From an optimization exercise on the open Yosys and OpenROAD flow, aimed at small area, a short achievable clock period and few clock cycles per item; shortcuts taken in it are not production practice.
RTL that was checked went through simulation tests only; none was proved equivalent to the original.
Function not checked in run 2: the RTL went through the layout flow alone.
Power is estimated from default activity; no workload was simulated.

$ cat flow/run.sh
#!/bin/bash
# synth_recipe.tcl (not shown) runs the flow's synth.tcl, then flattens the netlist and writes it again
# the make line also repeats each setting of config.mk as NAME=value (left out here)
make -C /OpenROAD-flow-scripts/flow DESIGN_CONFIG=/design/flow/config.mk WORK_HOME=/design/flow/orfs CLKGATE_MAP_FILE= SYNTH_SCRIPT=/design/flow/synth_recipe.tcl finish
$ cat flow/config.mk
export PLATFORM = sky130hd
export DESIGN_NAME = ryunt_rs_dec
export DESIGN_NICKNAME = ryunt_rs_dec
export VERILOG_FILES = /design/flow/design.v
export SDC_FILE = /design/flow/constraint.sdc
export NUM_CORES = 4
export LEC_CHECK = 0
export CAP_MARGIN = 20
export CORE_MARGIN = 2
export CORE_UTILIZATION = 60
export CTS_BUF_LIST = sky130_fd_sc_hd__clkbuf_16
export CTS_CLUSTER_DIAMETER = 60
export CTS_CLUSTER_SIZE = 24
export SETUP_SLACK_MARGIN = 5
export SLEW_MARGIN = 20
$ cat flow/design.v
module ryunt_rs_dec (
  input  wire       clk,
  input  wire       rst,         
  input  wire       in_valid,
  output wire       in_ready,
  input  wire [7:0] in_data,
  input  wire       in_erase,
  output wire       out_valid,
  output wire [7:0] out_data,
  output wire       out_last,
  output wire       out_fail,
  output wire [2:0] out_ncorr
);
  localparam integer RING  = 135;
  localparam integer PORTS = 9;
  localparam integer SP    = 15;
  function [7:0] gf_mul(input [7:0] a, input [7:0] b);
    integer i;
    reg [7:0] p, aa;
    begin
      p  = 8'h00;
      aa = a;
      for (i = 0; i < 8; i = i + 1) begin
        if (b[i]) p = p ^ aa;
        aa = {aa[6:0], 1'b0} ^ (aa[7] ? 8'h1d : 8'h00);
      end
      gf_mul = p;
    end
  endfunction
  function [3:0] g4_mul(input [3:0] a, input [3:0] b);
    integer n; reg [3:0] p, aa;
    begin
      p = 4'h0; aa = a;
      for (n = 0; n < 4; n = n + 1) begin
        if (b[n]) p = p ^ aa;
        aa = {aa[2:0], 1'b0} ^ (aa[3] ? 4'h3 : 4'h0);
      end
      g4_mul = p;
    end
  endfunction
  function [3:0] g4_inv(input [3:0] a);
    case (a)
      4'h0: g4_inv = 4'h0;
      4'h1: g4_inv = 4'h1;
      4'h2: g4_inv = 4'h9;
      4'h3: g4_inv = 4'he;
      4'h4: g4_inv = 4'hd;
      4'h5: g4_inv = 4'hb;
      4'h6: g4_inv = 4'h7;
      4'h7: g4_inv = 4'h6;
      4'h8: g4_inv = 4'hf;
      4'h9: g4_inv = 4'h2;
      4'ha: g4_inv = 4'hc;
      4'hb: g4_inv = 4'h5;
      4'hc: g4_inv = 4'ha;
      4'hd: g4_inv = 4'h4;
      4'he: g4_inv = 4'h3;
      4'hf: g4_inv = 4'h8;
      default: g4_inv = 4'h0;
    endcase
  endfunction
  function [7:0] gf_inv(input [7:0] a);
    reg [7:0] c; reg [3:0] d, di; reg [7:0] e;
    begin
      c = {a[5], a[2] ^ a[5] ^ a[6], a[1] ^ a[3] ^ a[4], a[4] ^ a[7], a[3] ^ a[4] ^ a[5] ^ a[6], a[2] ^ a[4] ^ a[6], a[2] ^ a[3] ^ a[6] ^ a[7], a[0] ^ a[1] ^ a[2] ^ a[3] ^ a[4] ^ a[6] ^ a[7]};
      d = g4_mul(g4_mul(c[7:4], c[7:4]), 4'h8) ^ g4_mul(c[7:4], c[3:0]) ^ g4_mul(c[3:0], c[3:0]);
      di = g4_inv(d);
      e = {g4_mul(c[7:4], di), g4_mul(c[3:0] ^ c[7:4], di)};
      gf_inv = {e[2] ^ e[4] ^ e[6] ^ e[7], e[1] ^ e[3] ^ e[4] ^ e[6], e[7], e[2] ^ e[6] ^ e[7], e[1] ^ e[2] ^ e[4], e[1] ^ e[3] ^ e[4] ^ e[7], e[1] ^ e[4] ^ e[5] ^ e[6] ^ e[7], e[0] ^ e[2] ^ e[4] ^ e[5]};
    end
  endfunction
  function [11:0] gf_inv_a(input [7:0] a);
    reg [7:0] c; reg [3:0] d;
    begin
      c = {a[5], a[2] ^ a[5] ^ a[6], a[1] ^ a[3] ^ a[4], a[4] ^ a[7], a[3] ^ a[4] ^ a[5] ^ a[6], a[2] ^ a[4] ^ a[6], a[2] ^ a[3] ^ a[6] ^ a[7], a[0] ^ a[1] ^ a[2] ^ a[3] ^ a[4] ^ a[6] ^ a[7]};
      d = g4_mul(g4_mul(c[7:4], c[7:4]), 4'h8) ^ g4_mul(c[7:4], c[3:0]) ^ g4_mul(c[3:0], c[3:0]);
      gf_inv_a = {c, g4_inv(d)};
    end
  endfunction
  function [7:0] gf_inv_b(input [11:0] x);
    reg [7:0] e;
    begin
      e = {g4_mul(x[11:8], x[3:0]), g4_mul(x[7:4] ^ x[11:8], x[3:0])};
      gf_inv_b = {e[2] ^ e[4] ^ e[6] ^ e[7], e[1] ^ e[3] ^ e[4] ^ e[6], e[7], e[2] ^ e[6] ^ e[7], e[1] ^ e[2] ^ e[4], e[1] ^ e[3] ^ e[4] ^ e[7], e[1] ^ e[4] ^ e[5] ^ e[6] ^ e[7], e[0] ^ e[2] ^ e[4] ^ e[5]};
    end
  endfunction
  function [7:0] alpha_pow(input integer j);
    case (j)
      0: alpha_pow = 8'h01;
      1: alpha_pow = 8'h02;
      2: alpha_pow = 8'h04;
      3: alpha_pow = 8'h08;
      4: alpha_pow = 8'h10;
      5: alpha_pow = 8'h20;
      default: alpha_pow = 8'h40;
    endcase
  endfunction
  function [7:0] alpha_ipow(input integer j);
    case (j)
      0: alpha_ipow = 8'h01;
      1: alpha_ipow = 8'h8e;
      2: alpha_ipow = 8'h47;
      3: alpha_ipow = 8'had;
      4: alpha_ipow = 8'hd8;
      5: alpha_ipow = 8'h6c;
      default: alpha_ipow = 8'h36;
    endcase
  endfunction
  integer i, j;
  localparam [3:0] E_IDLE = 4'd0, E_BMD = 4'd1, E_BMC = 4'd2, E_BMU = 4'd3,
                   E_OM   = 4'd4, E_CHK = 4'd5, E_WAIT = 4'd6, E_CH = 4'd7,
                   E_FL   = 4'd8, E_POST = 4'd9;
  reg  [3:0] est, est_n;
  reg  [9:0] eoh;
  wire s_idle = eoh[0], s_bmd = eoh[1], s_bmc = eoh[2], s_bmu = eoh[3],
       s_om   = eoh[4], s_chk = eoh[5], s_wait = eoh[6], s_ch = eoh[7],
       s_fl   = eoh[8], s_post = eoh[9];
  reg  [8*RING-1:0] ring;
  reg  [3:0] dw_port, dr_port;     
  reg  [3:0] dw_off,  dr_off;      
  reg  [7:0] occ;                  
  reg        occ_full, occ_full1;    
  reg  [7:0] rd_cnt;               
  reg  [7:0] ib;                   
  reg        cap_pending;          
  reg        res_valid;            
  reg        rdy_q;                
  reg  [PORTS-1:0] wsel;           
  wire wr        = in_valid && rdy_q;
  wire aligned_r = (dr_off == 4'd0);
  wire pipe_empty;
  reg  pend, p1v, p15v, p2v;       
  wire rd_now    = aligned_r && ((rd_cnt != 8'd0) || (res_valid && pipe_empty));
  wire own       = !(s_idle || s_post);
  wire acc_busy  = cap_pending || own;
  assign in_ready = rdy_q;
  reg  [3:0] dw0_off, dw0_port, dr_off_n, dr_port_n;
  reg  [7:0] occ0, occ1, rd_cnt_n, ib1;
  reg        cap0, cap1, resv_n, post, consume, own_nc, rdnext, rdy0, rdy1;
  reg  [PORTS-1:0] wsel0, wsel1;
  wire       fastcond;
  always @* begin
    if (rd_now) begin
      dr_off_n = dr_off; dr_port_n = dr_port;
    end else if (dr_off == SP-1) begin
      dr_off_n = 4'd0; dr_port_n = (dr_port == PORTS-1) ? 4'd0 : dr_port + 4'd1;
    end else begin
      dr_off_n = dr_off + 4'd1; dr_port_n = dr_port;
    end
    rd_cnt_n = rd_now ? ((rd_cnt == 8'd133) ? 8'd0 : rd_cnt + 8'd1) : rd_cnt;
    consume  = rd_now && (rd_cnt == 8'd127);
    post     = !res_valid && ((s_idle && cap_pending && fastcond) || s_post);
    resv_n   = post || (res_valid && !consume);
    own_nc   = own || (s_idle && cap_pending && !fastcond);
    rdnext   = (dr_off_n == 4'd0) &&
               ((rd_now ? (rd_cnt != 8'd133) : (rd_cnt != 8'd0)) ||
                (resv_n && !(pend || p1v || p15v || s_ch)));
    if (dw_off == SP-1) begin
      dw0_off = 4'd0; dw0_port = (dw_port == PORTS-1) ? 4'd0 : dw_port + 4'd1;
    end else begin
      dw0_off = dw_off + 4'd1; dw0_port = dw_port;
    end
    occ0 = occ - {7'd0, rd_now};
    occ1 = occ + 8'd1 - {7'd0, rd_now};
    ib1  = (ib == 8'd133) ? 8'd0 : ib + 8'd1;
    cap0 = cap_pending && !s_idle;
    cap1 = cap0 || (ib == 8'd133);
    rdy0 = (dw0_off == 4'd0) && (!(occ_full && !rd_now) || rdnext) &&
           !((ib != 8'd0) && (cap0 || own_nc));
    rdy1 = (dw_off == 4'd0) &&
           (!((occ_full1 && !rd_now) || (occ_full && rd_now)) || rdnext) &&
           !((ib1 != 8'd0) && (cap1 || own_nc));
    for (i = 0; i < PORTS; i = i + 1) begin
      wsel0[i] = rdy0 && (dw0_port == i);
      wsel1[i] = rdy1 && (dw_port == i);
    end
  end
  always @(posedge clk) begin
    ring <= {ring[8*RING-9:0], ring[8*RING-1 -: 8]};
    for (i = 0; i < PORTS; i = i + 1)
      if (in_valid && wsel[i]) ring[8*i*SP +: 8] <= in_data;
  end
  reg [7:0] tap;
  always @* begin
    tap = ring[8*(RING-1) +: 8];
    for (i = 1; i < PORTS; i = i + 1)
      if (dr_port == i) tap = ring[8*(i*SP-1) +: 8];
  end
  always @(posedge clk) begin
    if (rst) begin
      dw_port <= 4'd0; dw_off <= 4'd0;
      dr_port <= 4'd0; dr_off <= 4'd0;
      occ <= 8'd0;
      occ_full <= 1'b0; occ_full1 <= 1'b0;
      ib  <= 8'd0;
      rd_cnt <= 8'd0;
      cap_pending <= 1'b0;
      res_valid <= 1'b0;
      rdy_q <= 1'b0;
      wsel  <= {PORTS{1'b0}};
    end else begin
      if (!wr) begin
        dw_port <= dw0_port; dw_off <= dw0_off;
      end
      dr_port <= dr_port_n; dr_off <= dr_off_n;
      occ <= wr ? occ1 : occ0;
      occ_full  <= wr ? (occ1 == RING) : (occ0 == RING);
      occ_full1 <= wr ? (occ1 == RING - 1) : (occ0 == RING - 1);
      if (wr) ib <= ib1;
      rd_cnt <= rd_cnt_n;
      cap_pending <= wr ? cap1 : cap0;
      res_valid <= resv_n;
      rdy_q <= wr ? rdy1 : rdy0;
      wsel  <= wr ? wsel1 : wsel0;
    end
  end
  reg [7:0] sacc [0:5];    
  reg [7:0] gacc [1:6];    
  reg [2:0] ecnt;          
  reg       b0_pend, b0_e;
  reg [7:0] b0_d;
  reg [7:0] Q [1:6];       
  reg [7:0] acc, dbinv;     
  reg       lc;
  reg [3:0] blen;
  reg [2:0] r, li, si, oj;
  reg [2:0] r_n, li_n, si_n, oj_n;
  reg [6:0] li_oh;         
  reg [5:0] si_oh, oj_oh;
  reg [7:0] k;
  reg [2:0] nfound, ldeg_q;
  reg       efail, fast;
  reg [1:0] fl;
  reg [7:0] pd_om, pd_odd;
  reg [7:0] p1pos, p1om, p1odd, p2pos, p2om, p2inv;
  reg       dbupd;
  reg [7:0] p15pos, p15om;
  reg       res_fail;
  reg [2:0] res_ncorr, res_n;
  reg [7:0] cpos [0:5];
  reg [7:0] cval [0:5];
  function [7:0] selS(input [2:0] x);
    case (x)
      3'd0: selS = sacc[0]; 3'd1: selS = sacc[1]; 3'd2: selS = sacc[2];
      3'd3: selS = sacc[3]; 3'd4: selS = sacc[4]; 3'd5: selS = sacc[5];
      default: selS = 8'h00;
    endcase
  endfunction
  reg [7:0] tg [0:6];
  reg [7:0] bs [0:5];
  reg [2:0] ec0;
  reg       er, first;
  always @* begin
    first = (ib == 8'd0);
    for (j = 0; j < 6; j = j + 1)
      bs[j] = b0_pend ? b0_d : sacc[j];
    tg[0] = 8'h01;
    for (j = 1; j < 7; j = j + 1)
      tg[j] = first ? 8'h00 :
              b0_pend ? ((j == 1 && b0_e) ? alpha_pow(1) : 8'h00) :
              gf_mul(gacc[j], alpha_pow(j));
    ec0 = first ? 3'd0 : b0_pend ? {2'd0, b0_e} : ecnt;
    er  = in_erase && (ec0 != 3'd7);
  end
  assign fastcond = (ecnt == 3'd7) ||
                    ((sacc[0] == 8'h00) && (sacc[1] == 8'h00) && (sacc[2] == 8'h00) &&
                     (sacc[3] == 8'h00) && (sacc[4] == 8'h00) && (sacc[5] == 8'h00));
  reg [7:0] oL0, oL1, oS0, oS1, oQ0, oQ1;
  always @* begin
    oL0 = 8'h00; oL1 = 8'h00; oS0 = 8'h00; oS1 = 8'h00; oQ0 = 8'h00; oQ1 = 8'h00;
    for (j = 1; j < 7; j = j + 1) begin
      oL0 = oL0 | ({8{li_oh[j]}} & gacc[j]);           
      oL1 = oL1 | ({8{li_oh[j-1]}} & gacc[j]);         
      oQ0 = oQ0 | ({8{li_oh[j]}} & Q[j]);              
      if (j < 6) oQ1 = oQ1 | ({8{li_oh[j+1]}} & Q[j]);  
    end
    for (j = 0; j < 6; j = j + 1) begin
      oS0 = oS0 | ({8{si_oh[j]}} & sacc[j]);           
      if (j < 5) oS1 = oS1 | ({8{si_oh[j+1]}} & sacc[j]);  
    end
  end
  wire       s_dot = s_bmd || s_om;
  wire [7:0] ma1 = ({8{s_dot}} & oL0) | ({8{s_bmc || s_bmu}} & acc) |
                   ({8{!(s_dot || s_bmc || s_bmu)}} & p2om);
  wire [7:0] mb1 = ({8{s_dot}} & oS0) | ({8{s_bmc}} & dbinv) | ({8{s_bmu}} & oQ0) |
                   ({8{!(s_dot || s_bmc || s_bmu)}} & p2inv);
  wire [7:0] ma2 = ({8{s_dot}} & oL1) | ({8{s_bmu}} & acc);
  wire [7:0] mb2 = ({8{s_dot}} & oS1) | ({8{s_bmu}} & oQ1);
  wire [7:0] mp1 = gf_mul(ma1, mb1);
  wire [7:0] mp2 = gf_mul(ma2, mb2);
  wire [7:0]  inv_in = s_bmc ? acc : p1odd;
  reg  [11:0] inva;
  always @(posedge clk) inva <= gf_inv_a(inv_in);
  wire [7:0]  inv_out = gf_inv_b(inva);
  reg [7:0] N [1:6];
  reg [7:0] N2 [1:6];
  reg [7:0] NU [1:5];
  reg [7:0] NU2 [1:5];
  reg [7:0] lsum1, odd1, osum1, lsum2, odd2, osum2;
  always @* begin
    for (j = 1; j < 7; j = j + 1) begin
      N[j]  = gf_mul(gacc[j], alpha_ipow(j));
      N2[j] = gf_mul(N[j], alpha_ipow(j));
    end
    for (j = 1; j < 6; j = j + 1) begin
      NU[j]  = gf_mul(sacc[j], alpha_ipow(j));
      NU2[j] = gf_mul(NU[j], alpha_ipow(j));
    end
    lsum1 = 8'h01; odd1 = 8'h00; lsum2 = 8'h01; odd2 = 8'h00;
    for (j = 1; j < 7; j = j + 1) begin
      lsum1 = lsum1 ^ gacc[j];
      lsum2 = lsum2 ^ N[j];
      if (j % 2 == 1) begin
        odd1 = odd1 ^ gacc[j];
        odd2 = odd2 ^ N[j];
      end
    end
    osum1 = sacc[0]; osum2 = sacc[0];
    for (j = 1; j < 6; j = j + 1) begin
      osum1 = osum1 ^ sacc[j];
      osum2 = osum2 ^ NU[j];
    end
  end
  wire root1 = (lsum1 == 8'h00);
  wire root2 = (lsum2 == 8'h00) && (k != 8'd0);
  wire rootx = root1 || root2;
  wire nz1   = (osum1 != 8'h00) && (odd1 != 8'h00);
  wire nz2   = (osum2 != 8'h00) && (odd2 != 8'h00);
  wire [2:0] nfound_n = nfound + {2'd0, root1} + {2'd0, root2};
  reg  need1, need2, kle1;     
  wire ch_done = kle1 || ((root1 && root2) ? need2 : (root1 || root2) ? need1 : 1'b0);
  reg [2:0] ldeg;
  always @* begin
    ldeg = 3'd0;
    for (j = 1; j < 7; j = j + 1)
      if (gacc[j] != 8'h00) ldeg = j[2:0];
  end
  wire chk_fail = ({1'b0, ldeg, 1'b0} > 5'd6 + {2'b00, ecnt}) || ({1'b0, ldeg} != blen);
  assign pipe_empty = !(pend || p1v || p15v || p2v);
  wire lc_now = ({blen, 1'b0} <= {2'b00, r} - 5'd1 + {2'b00, ecnt});
  wire [2:0] bm_top = (r == 3'd6) ? 3'd6 : r;
  wire bmd_last = (li + 3'd2 > r - 3'd1);
  wire om_last  = (li + 3'd2 > oj);
  wire om_done  = s_om && om_last && (oj == 3'd1);
  wire [2:0] ldeg_cur = s_wait ? ldeg_q : ldeg;
  wire next_iter = (s_bmc && acc == 8'h00) || (s_bmu && li <= 3'd2);
  always @* begin
    li_n = li; si_n = si; oj_n = oj; r_n = r;
    if (s_idle && cap_pending) begin
      oj_n = 3'd5; r_n = ecnt + 3'd1; li_n = 3'd1;
      si_n = (ecnt == 3'd6) ? 3'd4 : ecnt - 3'd1;
    end
    if (s_bmd) begin li_n = li + 3'd2; si_n = si - 3'd2; end
    if (s_bmc) li_n = (acc == 8'h00) ? 3'd1 : bm_top;
    if (s_bmu) li_n = (li <= 3'd2) ? 3'd1 : li - 3'd2;
    if (next_iter) begin r_n = r + 3'd1; si_n = (r == 3'd6) ? 3'd4 : r - 3'd1; end
    if (s_om) begin
      if (om_last) begin oj_n = oj - 3'd1; li_n = 3'd1; si_n = oj - 3'd2; end
      else begin li_n = li + 3'd2; si_n = si - 3'd2; end
    end
  end
  always @(posedge clk) begin
    li <= li_n; si <= si_n; oj <= oj_n; r <= r_n;
    for (i = 0; i < 7; i = i + 1) li_oh[i] <= (li_n == i);
    for (i = 0; i < 6; i = i + 1) begin
      si_oh[i] <= (si_n == i);
      oj_oh[i] <= (oj_n == i);
    end
  end
  always @* begin
    est_n = est;
    case (est)
      E_IDLE: if (cap_pending) begin
        if (fastcond)          est_n = res_valid ? E_POST : E_IDLE;
        else if (ecnt == 3'd6) est_n = E_OM;
        else if (ecnt == 3'd0) est_n = E_BMC;
        else                   est_n = E_BMD;
      end
      E_BMD: if (bmd_last) est_n = E_BMC;
      E_BMC: if (acc == 8'h00) est_n = (r == 3'd6) ? E_OM : E_BMD;
             else              est_n = E_BMU;
      E_BMU: if (li <= 3'd2)   est_n = (r == 3'd6) ? E_OM : E_BMD;
      E_OM:  if (om_last && oj == 3'd1)
               est_n = (chk_fail || ldeg == 3'd0) ? E_POST : res_valid ? E_WAIT : E_CH;
      E_WAIT: if (!res_valid) est_n = E_CH;
      E_CH:  if (!pend && ch_done) est_n = E_POST;
      E_POST: if (!res_valid) est_n = E_IDLE;
      default: est_n = E_IDLE;
    endcase
  end
  always @(posedge clk) begin
    if (rst) begin
      est <= E_IDLE;
      eoh <= 10'd1;
    end else begin
      est <= est_n;
      for (i = 0; i < 10; i = i + 1) eoh[i] <= (est_n == i);
    end
  end
  always @(posedge clk) begin
    p15v   <= p1v;
    p15pos <= p1pos;
    p15om  <= p1om;
    p2v   <= p15v;
    p2pos <= p15pos;
    p2om  <= p15om;
    p2inv <= inv_out;
    dbupd <= s_bmc && (acc != 8'h00) && lc_now;
    if (dbupd) dbinv <= inv_out;
    if (p2v) begin
      cpos[res_n] <= p2pos;
      cval[res_n] <= mp1;
      res_n <= res_n + 3'd1;
    end
    p1v <= 1'b0;
    if (pend) begin
      p1v    <= 1'b1;
      p1pos  <= k + 8'd1;
      p1om   <= pd_om;
      p1odd  <= pd_odd;
    end else if (s_ch) begin
      p1v    <= rootx;
      p1pos  <= root1 ? k : k - 8'd1;
      p1om   <= root1 ? osum1 : osum2;
      p1odd  <= root1 ? odd1 : odd2;
    end
    pend   <= s_ch && !pend && root1 && root2;
    pd_om  <= osum2;
    pd_odd <= odd2;
    if (wr) begin
      if (first && acc_busy) begin
        b0_pend <= 1'b1;
        b0_d    <= in_data;
        b0_e    <= in_erase;
      end else begin
        b0_pend <= 1'b0;
        for (j = 0; j < 6; j = j + 1)
          sacc[j] <= (first ? 8'h00 : gf_mul(bs[j], alpha_pow(j))) ^ in_data;
        for (j = 1; j < 7; j = j + 1)
          gacc[j] <= tg[j] ^ (er ? tg[j-1] : 8'h00);
        ecnt <= ec0 + {2'd0, er};
      end
    end
    if (s_idle && cap_pending) begin
      Q[1] <= 8'h01;
      for (j = 2; j < 7; j = j + 1) Q[j] <= gacc[j-1];
      blen  <= {1'b0, ecnt};
      dbinv <= 8'h01;
      efail <= (ecnt == 3'd7);
      fast  <= 1'b1;
      acc <= selS(ecnt);
      if (post) begin
        res_fail  <= (ecnt == 3'd7);
        res_n     <= 3'd0;
        res_ncorr <= 3'd0;
      end
    end
    if (s_bmd) begin
      acc <= acc ^ mp1 ^ mp2;
    end
    if (s_bmc) begin
      if (acc == 8'h00) begin
        Q[1] <= 8'h00;
        for (j = 2; j < 7; j = j + 1) Q[j] <= Q[j-1];
      end else begin
        acc <= mp1;
        lc <= lc_now;
        if (lc_now)
          blen  <= {1'b0, r} + {1'b0, ecnt} - blen;
      end
    end
    if (s_bmu) begin
      for (j = 1; j < 7; j = j + 1) begin
        if (li_oh[j]) gacc[j] <= gacc[j] ^ mp1;
        if (j < 6 && li_oh[j+1]) gacc[j] <= gacc[j] ^ mp2;
        if (j >= 2 && (li_oh[j-1] || li_oh[j])) Q[j] <= lc ? gacc[j-1] : Q[j-1];
      end
      if (li_oh[1] || li_oh[2]) Q[1] <= lc ? 8'h01 : 8'h00;
    end
    if (next_iter) acc <= selS(r);
    if (s_om) begin
      for (j = 1; j < 6; j = j + 1)
        if (oj_oh[j]) sacc[j] <= sacc[j] ^ mp1 ^ mp2;
    end
    if (om_done) begin
      ldeg_q <= ldeg;
      efail  <= chk_fail;
      fast   <= 1'b1;
    end
    if ((om_done && !res_valid) || (s_wait && !res_valid)) begin
      res_n     <= 3'd0;
      res_ncorr <= 3'd0;
      nfound    <= 3'd0;
      k         <= 8'd133;
      kle1      <= 1'b0;
      need1     <= (ldeg_cur == 3'd1);
      need2     <= (ldeg_cur == 3'd2);
    end
    if (s_ch && !pend) begin
      nfound <= nfound_n;
      need1  <= (nfound_n + 3'd1 == ldeg_q);
      need2  <= (nfound_n + 3'd2 == ldeg_q);
      kle1   <= (k <= 8'd3);
      res_ncorr <= res_ncorr + {2'd0, root1 && nz1} + {2'd0, root2 && nz2};
      for (j = 1; j < 7; j = j + 1) gacc[j] <= N2[j];
      for (j = 1; j < 6; j = j + 1) sacc[j] <= NU2[j];
      k <= k - 8'd2;
      if (ch_done) begin
        efail <= (nfound_n != ldeg_q);
        fast  <= 1'b0;
      end
    end
    if (s_post && post) begin
      res_fail <= efail;
      if (fast) begin
        res_n     <= 3'd0;
        res_ncorr <= 3'd0;
      end
    end
    if (rst) begin
      b0_pend <= 1'b0;
      p1v  <= 1'b0;
      p15v <= 1'b0;
      p2v  <= 1'b0;
      dbupd <= 1'b0;
      pend <= 1'b0;
    end
  end
  reg [7:0] corr;
  always @* begin
    corr = 8'h00;
    for (i = 0; i < 6; i = i + 1)
      if (i < res_n && cpos[i] == rd_cnt) corr = corr ^ cval[i];
  end
  reg       ov, ol, of;
  reg [7:0] od;
  reg [2:0] onc;
  always @(posedge clk) begin
    if (rst) ov <= 1'b0;
    else     ov <= rd_now && (rd_cnt < 8'd128);
    od  <= tap ^ (res_fail ? 8'h00 : corr);
    ol  <= (rd_cnt == 8'd127);
    of  <= res_fail;
    onc <= res_fail ? 3'd0 : res_ncorr;
  end
  assign out_valid = ov;
  assign out_data  = od;
  assign out_last  = ol;
  assign out_fail  = of;
  assign out_ncorr = onc;
endmodule
$ cat flow/constraint.sdc
create_clock -name core_clock -period 12.0 [get_ports {clk}]
set_input_delay 2.4000 -clock core_clock [delete_from_list [all_inputs] [get_ports {clk}]]
set_output_delay 2.4000 -clock core_clock [all_outputs]
set_load 0.01 [all_outputs]
==> impl_results.md, run 1 <==
* Outcome: no timing/DRC/antenna violations
* CORE AREA at around 100000 um2
* Vias per Instance at 6.07
* Synth area leader: dfxtp_1
* Total power at 12.1 mW
* Final std cells w/o fill at 6911
* Routed Antenna Nets at 0
* Most used cell, CP: xnor3_1
* CTS resizes at 0
* Hold Crit Class: reg -> reg
* Post-CTS Setup Bufs at 0
* Die ar. at 103000 um2
* Synth cell types at between 90 and 100
* Worst path arrival time at 6.22 ns
* Clock buffer depth at 3
* CP Launch Type: flop
* Post-DP HPWL at 117000 um
* DRT Wirelength at approximately 170000 um
* Number of synthesized flops with an enable pin at roughly 160
* CP Cell Sequence: buf_4 -> nor4_4 -> a22oi_1 -> nand2_1 -> xnor3_1 -> nor2_1 -> xnor3_1 -> xnor3_1 -> xnor3_2 -> xor2_4 -> xnor2_1 -> a21oi_1 -> o21bai_1
* Worst Path Buf+Inv at 1
* Antenna violations before repair at 9
* Number of global-route vias before repair at 39193
* Slowest stage delay, CP at 0.86 ns
* Port Buffers at 26
* CP Max Fanout at 37
* Grt total ovfl at 0
* Main flop type after synthesis: dfxtp_1
* Sequential power share at 0.487
* Gr usage total at 0.328
* Slowest-stage cell, CP: nor4_4
* # IOs at 27
* Largest net degree at the start of global routing at 73
* Max Clock Freq at 0.178 GHz
* Ys Warns at 11
* CP Data Required Time at 12.60 ns
* Final setup viols at 0
* Root Driver: clkbuf_16
* Wirelength per Cell at 24.9 um
* Element type at the critical path end: flop
* Seq/Total Area, Yosys at 0.552
* Initial DRT Pass Iterations at 9
* RSZ-0062 raised after global routing: false
* Sw Share at 0.309
* Synthesized flop and latch total at roughly 1600
* GP Congestion at 1.04
* Max IR drop VDD at 144 uV
* Placed insts at 6743
* Clock latency at the later pin of the worst-skew pair at 0.74 ns
* CP Class: reg -> reg
* Nets at ~5700
* Routed via count at 41982
* Fill count at a little under 8000
* Sw power at 3.72 mW
* CP delay by family, top: XOR/XNOR gates
* TritonCTS clock tree: done
* Syn Area/Cell at about 11 um2
* Mapped Nets at approximately 5800
* Rows at 116
* First-pass GRT wire length at ~250000 um
* Die Span Y at approximately 320 um
* Setup TNS at 0 ns
* Share of flip-flops with an asynchronous set or reset at 0
* Final setup skew at 0.0322 ns
* Slew Limit Headroom at 0.244
* Share of the synthesized area in the top cell type at 0.472
* Reg2Reg Setup Slack at roughly 6.4 ns
* Pwr/cell area at ~180 nW/um2
* H-tree depth at 3
* Residual DRC count at 0
* Clk pin slew, worst setup/hold paths at 0.08 ns
* Hold Violations, Final at 0
* Max-slew violation count at 0
* Max-Cap Viols at 0
* Synth-to-Final Area Change at 7.88%
* Synth area leaders: dfxtp_1 (47%), xnor2_1 (8.8%), edfxtp_1 (8.0%), xor2_1 (3.8%), nor2_1 (2.9%)
* Clock power share at 0.312
* Cts hold-fix bufs at 0
* Fin crit share at 0.468
* Initial core utilization at 0.604
* Combinational share of power at 0.201
* Syn Std Cell Area at 60400 um2
* Leakage at 25.0 nW
* Worst Max-Slew Pin Slew at 1.13 ns
* CTS Buf Count at 104
* Synth Instances at 5687
* Layout cells sized above 1 at 0.0783
* Sink Count at 1586
* Initial drt markers at between 4000 and 5000
* Die Wd at 321 um
* Internal at 8.33 mW
* Tmin final at 5.62 ns
==> cells by family after synthesis <==
group,count (synthesis),share of synthesized area
flops,1586,0.552
simple gates,1219,0.0913
compound gates,1194,0.129
xor+xnor,920,0.144
buf+inv,506,0.0333
mux,154,0.0273
fa+ha+maj,108,0.0231
==> area by class of cell <==
type	count	area [um2]	area share
clock inverters	61	871	0.0134
multi-input cells	3595	25200	0.386
clock buffers	104	2600	0.0399
diodes	3	7.51	0.000115
repair buffers	135	1070	0.0165
well taps	1298	1620	0.0249
inverters	129	484	0.00743
flip-flops and latches	1586	33400	0.512
==> per-stage QoR <==
stage / cell area (um2) / utilization / hold slack [ns] / setup WS (ns)
final: 65200 / 0.652 / 0.309 / 6.38
after global routing: 65200 / 0.652 / 0.319 / 6.13
after CTS: 65200 / 0.652 / 0.311 / 6.52
after detailed placement: 61700 / 0.617 / 0.312 / 6.04
after global placement: 61700 / 0.617 / 0.310 / 6.11
after floorplan: 60400 / - / 0.310 / 7.74
==> final timing paths <==
check,start,end,cells after the start
worst min register to register,ring[735],ring[743],0
worst max-delay path,eoh[3],sacc[4][3],13
worst min-delay path,ring[735],ring[743],0
worst max register to register,eoh[3],sacc[4][3],13
==> metal layers <==
metal | vias to the layer above | routed length [um] | global-route usage
met1 | 20042 | 74200 | 0.462
li1 | 19299 | - | -
met2 | 2107 | 70700 | 0.470
met5 | - | 52 | 0
met4 | 8 | 9250 | 0.151
met3 | 526 | 18200 | 0.0868
==> sequential cells by signal, summed over array words and instances, names as in the netlist, 9 cells and up <==
| register | cells |
|---|---|
| Q | 48 |
| cval | 48 |
| ring | 1080 |
| wsel | 9 |
| inva | 12 |
| gacc | 48 |
| sacc | 48 |
| cpos | 48 |
==> synth_stat cells (55+ instances only) <==
cell type,count
mux2i_1,74
mux2_2,79
xor2_1,262
buf_2,58
clkbuf_1,254
nand2_1,352
nor3_1,60
inv_1,124
xnor2_1,606
a22oi_1,176
a21oi_1,314
buf_1,55
edfxtp_1,161
ha_1,102
dfxtp_1,1425
nand3_1,62
nor2_1,472
o21ai_0,242
o22ai_1,74
==> power groups by stage <==
stage	Clock, mW	Sequential, mW	Combinational, mW
after floorplan	0	5.73	1.92
after global placement	0	5.96	2.32
after detailed placement	0	5.96	2.34
after CTS	3.82	5.84	2.35
after global routing	4.00	5.87	2.60
final	3.76	5.87	2.42
==> placed cells by master (no fill, tap or decap), types with 12 or more instances in the layout <==
| cell type | instances |
|---|---|
| xnor2_1 | 604 |
| nand2b_1 | 24 |
| and2_1 | 37 |
| o22ai_1 | 74 |
| inv_1 | 128 |
| a211oi_1 | 43 |
| a31oi_1 | 50 |
| inv_16 | 12 |
| buf_4 | 109 |
| or3_1 | 19 |
| nor2_1 | 467 |
| nand4_1 | 26 |
| xnor3_1 | 29 |
| clkdlybuf4s50_1 | 25 |
| xor2_1 | 262 |
| nor4_1 | 34 |
| dfxtp_1 | 1423 |
| a22oi_1 | 176 |
| clkbuf_16 | 104 |
| nand2_1 | 350 |
| a222oi_1 | 24 |
| nand3_1 | 61 |
| mux2_2 | 79 |
| nor3_1 | 57 |
| xnor2_2 | 12 |
| a221oi_1 | 20 |
| ha_1 | 102 |
| a21o_1 | 14 |
| o211ai_1 | 25 |
| mux2i_1 | 74 |
| o221ai_1 | 34 |
| a21oi_1 | 314 |
| edfxtp_1 | 161 |
| nor2b_1 | 23 |
| a31o_2 | 28 |
| o21ai_0 | 241 |
| and3_1 | 50 |
| a221o_1 | 31 |
==> worst reg2reg max path, cell delays in order, from the launching register on <==
cell and delay (ns):
dfxtp_2 0.49, buf_4 0.37, nor4_4 0.87, a22oi_1 0.19, nand2_1 0.47, xnor3_1 0.54
nor2_1 0.13, xnor3_1 0.41, xnor3_1 0.39, xnor3_2 0.79, xor2_4 0.42, xnor2_1 0.17
a21oi_1 0.09, o21bai_1 0.17
Testbench counts, summed over its fixed seeds: cycles 266,110, items 1,600.
==> inputs of run 2 (changes only) <==
--- a/flow/design.v
+++ b/flow/design.v
@@ -225,8 +225,6 @@
   reg [3:0] blen;
   reg [2:0] r, li, si, oj;
   reg [2:0] r_n, li_n, si_n, oj_n;
-  reg [6:0] li_oh;         
-  reg [5:0] si_oh, oj_oh;
   reg [7:0] k;
   reg [2:0] nfound, ldeg_q;
   reg       efail, fast;
@@ -265,27 +263,29 @@
   assign fastcond = (ecnt == 3'd7) ||
                     ((sacc[0] == 8'h00) && (sacc[1] == 8'h00) && (sacc[2] == 8'h00) &&
                      (sacc[3] == 8'h00) && (sacc[4] == 8'h00) && (sacc[5] == 8'h00));
-  reg [7:0] oL0, oL1, oS0, oS1, oQ0, oQ1;
+  reg [6:1] a1L, b1Q;
+  reg [6:2] a2L;
+  reg [5:1] b2Q, wS;
+  reg [5:0] b1S;
+  reg [4:0] b2S;
+  reg       a1acc, a1p2, b1db, a2acc;
+  reg [7:0] ma1, mb1, ma2, mb2;
   always @* begin
-    oL0 = 8'h00; oL1 = 8'h00; oS0 = 8'h00; oS1 = 8'h00; oQ0 = 8'h00; oQ1 = 8'h00;
+    ma1 = ({8{a1acc}} & acc) | ({8{a1p2}} & p2om);
+    mb1 = ({8{b1db}} & dbinv) | ({8{a1p2}} & p2inv);
+    ma2 = {8{a2acc}} & acc;
+    mb2 = 8'h00;
     for (j = 1; j < 7; j = j + 1) begin
-      oL0 = oL0 | ({8{li_oh[j]}} & gacc[j]);           
-      oL1 = oL1 | ({8{li_oh[j-1]}} & gacc[j]);         
-      oQ0 = oQ0 | ({8{li_oh[j]}} & Q[j]);              
-      if (j < 6) oQ1 = oQ1 | ({8{li_oh[j+1]}} & Q[j]);  
+      ma1 = ma1 | ({8{a1L[j]}} & gacc[j]);               
+      mb1 = mb1 | ({8{b1Q[j]}} & Q[j]);                  
+      if (j >= 2) ma2 = ma2 | ({8{a2L[j]}} & gacc[j]);   
+      if (j < 6)  mb2 = mb2 | ({8{b2Q[j]}} & Q[j]);      
     end
     for (j = 0; j < 6; j = j + 1) begin
-      oS0 = oS0 | ({8{si_oh[j]}} & sacc[j]);           
-      if (j < 5) oS1 = oS1 | ({8{si_oh[j+1]}} & sacc[j]);  
+      mb1 = mb1 | ({8{b1S[j]}} & sacc[j]);               
+      if (j < 5) mb2 = mb2 | ({8{b2S[j]}} & sacc[j]);    
     end
   end
-  wire       s_dot = s_bmd || s_om;
-  wire [7:0] ma1 = ({8{s_dot}} & oL0) | ({8{s_bmc || s_bmu}} & acc) |
-                   ({8{!(s_dot || s_bmc || s_bmu)}} & p2om);
-  wire [7:0] mb1 = ({8{s_dot}} & oS0) | ({8{s_bmc}} & dbinv) | ({8{s_bmu}} & oQ0) |
-                   ({8{!(s_dot || s_bmc || s_bmu)}} & p2inv);
-  wire [7:0] ma2 = ({8{s_dot}} & oL1) | ({8{s_bmu}} & acc);
-  wire [7:0] mb2 = ({8{s_dot}} & oS1) | ({8{s_bmu}} & oQ1);
   wire [7:0] mp1 = gf_mul(ma1, mb1);
   wire [7:0] mp2 = gf_mul(ma2, mb2);
   wire [7:0]  inv_in = s_bmc ? acc : p1odd;
@@ -359,14 +359,42 @@
       else begin li_n = li + 3'd2; si_n = si - 3'd2; end
     end
   end
+  wire start_bm = s_idle && cap_pending && !fastcond;
+  wire nx_bmd = (start_bm && ecnt != 3'd0 && ecnt != 3'd6) || (s_bmd && !bmd_last) ||
+                (next_iter && r != 3'd6);
+  wire nx_bmc = (start_bm && ecnt == 3'd0) || (s_bmd && bmd_last);
+  wire nx_bmu = (s_bmc && acc != 8'h00) || (s_bmu && li > 3'd2);
+  wire nx_om  = (start_bm && ecnt == 3'd6) || (next_iter && r == 3'd6) ||
+                (s_om && !(om_last && oj == 3'd1));
+  wire nx_dot = nx_bmd || nx_om;
   always @(posedge clk) begin
-    li <= li_n; si <= si_n; oj <= oj_n; r <= r_n;
-    for (i = 0; i < 7; i = i + 1) li_oh[i] <= (li_n == i);
-    for (i = 0; i < 6; i = i + 1) begin
-      si_oh[i] <= (si_n == i);
-      oj_oh[i] <= (oj_n == i);
+    if (rst) begin
+      a1L <= 6'd0; b1Q <= 6'd0; a2L <= 5'd0; b2Q <= 5'd0; wS <= 5'd0;
+      b1S <= 6'd0; b2S <= 5'd0;
+      a1acc <= 1'b0; a1p2 <= 1'b0; b1db <= 1'b0; a2acc <= 1'b0;
+    end else begin
+      for (i = 1; i < 7; i = i + 1) begin
+        a1L[i] <= nx_dot && (li_n == i);
+        b1Q[i] <= nx_bmu && (li_n == i);
+        if (i >= 2) a2L[i] <= nx_dot && (li_n + 3'd1 == i);
+        if (i < 6) begin
+          b2Q[i] <= nx_bmu && (li_n == i + 1);
+          wS[i]  <= nx_om && (oj_n == i);
+        end
+      end
+      for (i = 0; i < 6; i = i + 1) begin
+        b1S[i] <= nx_dot && (si_n == i);
+        if (i < 5) b2S[i] <= nx_dot && (si_n == i + 1);
+      end
+      a1acc <= nx_bmc || nx_bmu;
+      a1p2  <= !(nx_dot || nx_bmc || nx_bmu);
+      b1db  <= nx_bmc;
+      a2acc <= nx_bmu;
     end
   end
+  always @(posedge clk) begin
+    li <= li_n; si <= si_n; oj <= oj_n; r <= r_n;
+  end
   always @* begin
     est_n = est;
     case (est)
@@ -469,19 +497,15 @@
           blen  <= {1'b0, r} + {1'b0, ecnt} - blen;
       end
     end
-    if (s_bmu) begin
-      for (j = 1; j < 7; j = j + 1) begin
-        if (li_oh[j]) gacc[j] <= gacc[j] ^ mp1;
-        if (j < 6 && li_oh[j+1]) gacc[j] <= gacc[j] ^ mp2;
-        if (j >= 2 && (li_oh[j-1] || li_oh[j])) Q[j] <= lc ? gacc[j-1] : Q[j-1];
-      end
-      if (li_oh[1] || li_oh[2]) Q[1] <= lc ? 8'h01 : 8'h00;
+    for (j = 1; j < 7; j = j + 1) begin
+      if (b1Q[j]) gacc[j] <= gacc[j] ^ mp1;
+      if (j < 6 && b2Q[j]) gacc[j] <= gacc[j] ^ mp2;
+      if (j >= 2 && (b1Q[j-1] || b1Q[j])) Q[j] <= lc ? gacc[j-1] : Q[j-1];
     end
+    if (b1Q[1] || b1Q[2]) Q[1] <= lc ? 8'h01 : 8'h00;
     if (next_iter) acc <= selS(r);
-    if (s_om) begin
-      for (j = 1; j < 6; j = j + 1)
-        if (oj_oh[j]) sacc[j] <= sacc[j] ^ mp1 ^ mp2;
-    end
+    for (j = 1; j < 6; j = j + 1)
+      if (wS[j]) sacc[j] <= sacc[j] ^ mp1 ^ mp2;
     if (om_done) begin
       ldeg_q <= ldeg;
       efail  <= chk_fail;
==> flow/flow/run.sh (new file) <==
#!/bin/bash
# The standard ORFS layout (the standard.sh, unchanged scripts and SDC),
# with timing repair asked to leave a setup margin of 8 ns at the design's
# 12 ns clock, so that the layout's achieved period comes out near 4 ns.
# make's full output goes to flow_make.log here; ORFS's own per-step logs
# stay under orfs/logs.
set -euo pipefail
bash standard.sh SETUP_SLACK_MARGIN=8 finish > flow_make.log 2>&1
==> flow/standard.sh (new file) <==
#!/bin/bash
# synth_recipe.tcl (not shown) runs the flow's synth.tcl, then flattens the netlist and writes it again
# the make line also repeats each setting of config.mk as NAME=value (left out here)
make -C /OpenROAD-flow-scripts/flow DESIGN_CONFIG=/design/flow/config.mk WORK_HOME=/design/flow/orfs CLKGATE_MAP_FILE= SYNTH_SCRIPT=/design/flow/synth_recipe.tcl "${@:-finish}"
--- a/flow/config.mk
+++ b/flow/config.mk
@@ -11,5 +11,4 @@
 export CTS_BUF_LIST = sky130_fd_sc_hd__clkbuf_16
 export CTS_CLUSTER_DIAMETER = 60
 export CTS_CLUSTER_SIZE = 24
-export SETUP_SLACK_MARGIN = 5
 export SLEW_MARGIN = 20
removed: flow/run.sh
==> run 2 against run 1 <==
Net effect:
- synthesized cell count shrank 2.9%
- register-to-register slack improved by 1.6 ns
- combinational power is 58% lower
- highest routed layer unchanged
- critical path depth is 3 higher
- power fell by 13%
- still clean on timing, DRC and antenna
==> impl_results.md, run 2 <==
* Synth area leader: dfxtp_1
* Max-slew violation count at 0
* Design area at 69700 um2
* Leakage at 27.4 nW
* # IOs at 27
* Routed via count at approximately 43000
* Most frequent cells in the layout: dfxtp_1 (1340), xnor2_1 (564), nor2_1 (397)
* Post-Synth XOR/XNOR Area at 0.153
* Worst path arrival time at 4.49 ns
* Pwr/cell area at 150 nW/um2
* Largest net degree at the start of global routing at 63
* Post-Place Worst Slack at slightly below 7 ns
* Final WS setup at ~8.0 ns
* Vias per Instance at approximately 6
* Worst Hold Path Cells at 0
* Synthesized flop and latch total at between 1500 and 2000
* Residual DRC count at 0
* Routed Antenna Nets at 0
* CP Cell Sequence: buf_4 -> xor3_2 -> xor3_1 -> xor2_4 -> xnor2_1 -> and4_1 -> nand4_1 -> buf_4 -> inv_1 -> fa_2 -> ha_4 -> xnor2_4 -> xor2_1 -> buf_4 -> mux2i_1 -> o32ai_1
* CTS Buf Count at between 100 and 150
* CP Class: reg -> reg
* Rows at 117
* Fin crit share at 0.334
* Tmin final at 4.01 ns
* CP Data Required Time at 12.48 ns
* Grt total ovfl at 0
* Layout cells sized above 1 at 0.147
* Initial core utilization at 0.604
* Worst Max-Slew Pin Slew at 1.28 ns
* Most common cell after layout, fill and taps aside: dfxtp_1
* Synth Area in Compound Gates at 0.108
* Clock buffer depth at 3
* Max FFs per register at 1080
* Hold Crit Class: reg -> reg
* Root Driver: clkbuf_16
* Synth cell types at 99
* Die Span Y at 324 um
* GP Congestion at slightly above 1
* Worst Path Buf+Inv at 4
* Synth-to-Final Area Change at 13.6%
* Post-Synth Adder-Cell Area at 0.0233
* DP Area at around 63000 um2
* Slowest stage delay, CP at 0.56 ns
* CP Max Fanout at 5
* Antenna violations before repair at 12
* Max-Cap Viols at 0
* Worst hold path startpoint: ring[877]
* Max IR drop VDD at 151 uV
* Ys Warns at 12
* Synth Instances at 5522
* Hold Violations, Final at 0
* Main flop type after synthesis: dfxtp_1
* Clock latency at the later pin of the worst-skew pair at 0.75 ns
* Final std cells w/o fill at 7090
* TritonCTS clock tree: done
* RSZ-0062 raised after global routing: true
* H-tree depth at 3
* Top layer in use: met5
* Sink Count at 1600
* Commonest cells post-synth: dfxtp_1 (1351), xnor2_1 (611), nor2_1 (403), nand2_1 (375), xor2_1 (279)
* Worst r2r dst: need2
* Reg with most FFs: ring
* Outcome: no timing/DRC/antenna violations
* Mux contribution to synthesized area at 0.0293
* Mapped Nets at ~5600
* Synth area leaders: dfxtp_1 (44%), edfxtp_1 (12%), xnor2_1 (8.7%), xor2_1 (4.0%), nor2_1 (2.5%)
* Slowest-stage cell, CP: edfxtp_1
* Port Buffers at 26
* Gr usage total at 0.344
* Reg2reg path depth at 16
* Top-count cell post-synth: dfxtp_1
* Share of the synthesized area in the top cell type at 0.440
* Slew Limit Headroom at 0.143
* Clk pin slew, worst setup/hold paths at 0.08 ns
* Met3 wire len at 22600 um
* Initial drt markers at roughly 6300
* CORE AREA at about 100000 um2
* Final setup skew at around 0.049 ns
* Initial DRT Pass Iterations at 13
* WL met1 at ~75000 um
* Number of global-route vias before repair at 39404
* Final setup viols at 0
* Max Clock Freq at around 0.25 GHz
* Post-DP HPWL at 121000 um
* DRT Wirelength at 185000 um
* R2R Path Start: gacc[3][1]
* Share of flip-flops with an asynchronous set or reset at 0
* Placed insts at about 6700
* Syn Std Cell Area at 61400 um2
* Wirelength per Cell at 26.1 um
* CP Launch Type: flop
* Met2 routed WL at approximately 75000 um
* Seq/Total Area, Yosys at 0.562
* Most used cell, CP: buf_4
* Syn Area/Cell at 11.1 um2
* Element type at the critical path end: flop
* Cts hold-fix bufs at 0
* First-pass GRT wire length at 264000 um
* Setup TNS at 0 ns
* Largest family of logic cells by synthesized area: XOR/XNOR gates
* Simple-Gate Fraction of Synth Area at 0.0892
* Number of synthesized flops with an enable pin at 249
* Die ar. at approximately 100000 um2
* CP delay by family, top: XOR/XNOR gates
* Worst Hold Path EP: ring[885]
* Die Wd at 324 um
* Reg2Reg Setup Slack at roughly 8 ns
* Nets at 5778
-- run 2: cell count changes after synthesis, moves of 21 or more --
cell,delta
edfxtp_1,+88
and3_1,-24
nand2_1,+23
clkbuf_1,-32
o22ai_1,-43
inv_1,+30
o21ai_0,-53
nor2b_1,+21
o221ai_1,-26
a221oi_1,+31
a21oi_1,-102
nor2_1,-69
dfxtp_1,-74
-- run 2: worst max path at each step --
stage | start | end | slack, ns | cells past startpoint
after floorplan | in_valid | gacc[1][0] | 8.01 | 6
after global placement | in_erase | gacc[4][3] | 6.75 | 9
after detailed placement | in_erase | gacc[4][3] | 6.75 | 9
after CTS | in_valid | wsel[4] | 7.92 | 7
after global routing | gacc[4][5] | eoh[2] | 7.90 | 18
final | gacc[3][1] | need2 | 7.99 | 16
-- run 2: per-stage QoR --
stage	hold slack, ns	util	total power [mW]
6_report	0.322	0.686	10.4
4_1_cts	0.323	0.670	10.4
2_1_floorplan	0.310	-	6.30
3_5_place_dp	0.312	0.617	6.65
3_3_place_gp	0.309	0.617	6.64
5_1_grt	0.331	0.686	10.7
-- run 2: logic make-up (layout without fill, tap and decap cells) --
group | after synthesis | after routing
AOI/OAI and AO/OA | 981 | 981
xor gates and xnor gates | 963 | 964
adders and majority gates | 111 | 111
buffers and inverters | 516 | 712
DFF | 1600 | 1600
muxes | 169 | 169
other | 0 | 3
and+or+nand+nor | 1182 | 1182
-- run 2: area by class of cell --
cell class                      count  area (um2)
Tap cell                         1368        1710
Sequential cell                  1600       34500
Antenna cell                        3        7.51
Multi-Input combinational cell   3407       26100
Clock buffer                      106        2650
Timing Repair inverter              1        7.51
Fill cell                        7673       31900
Timing Repair Buffer              377        3250
Clock inverter                     63         818
Inverter                          165         631
-- run 2: repair_timing --
item | CTS | global route
setup endpoints to repair | 269 | 210
resized for setup | 128 | 117
pin swaps | 15 | 48
gates cloned | 1 | 3
setup buffers | 144 | 115
endpoints found under the hold margin | 0 | 0
-- run 2: per-layer routing --
metal,up-vias,track usage
met2,2565,0.483
met5,-,0
met4,10,0.186
met1,20451,0.481
li1,19182,-
met3,684,0.0965
-- run 2: power by group --
| group | total, mW | internal (mW) | switching (mW) |
|---|---|---|---|
| sequential | 5.70 | 5.54 | 0.168 |
| combinational | 1.02 | 0.418 | 0.602 |
| clock | 3.72 | 1.74 | 1.98 |

-- separate check: timing with driven ports --
The flow's constraints put no driver on any port. The routed layouts listed below were extracted and timed again, unchanged, in two steps.
Step 1: set_driving_cell puts a clkbuf_16 on clk and a buf_2 on each other input, an assumption about the parent block.
Step 2 adds t to the input delays and takes it off the output delays; t is the mean of the earliest and latest rising clock arrival at the registers after step 1. Input paths then give back, and output paths get back, about the clock's delay inside the block.
Slacks: ideal ports / drivers / drivers and shift; pairs: ideal ports / drivers.
run	t, ns	setup WS [ns]	hold slack, ns
run 1	0.798	6.379 / 6.379 / 5.757	0.309 / 0.309 / 0.309
run 2	0.797	7.991 / 7.991 / 7.346	0.322 / 0.322 / 0.322
After both steps setup and hold are still met in every run listed. For run 2, which loses most, drivers alone change the setup slack by 0.000 ns; drivers and shift together by -0.645 ns.
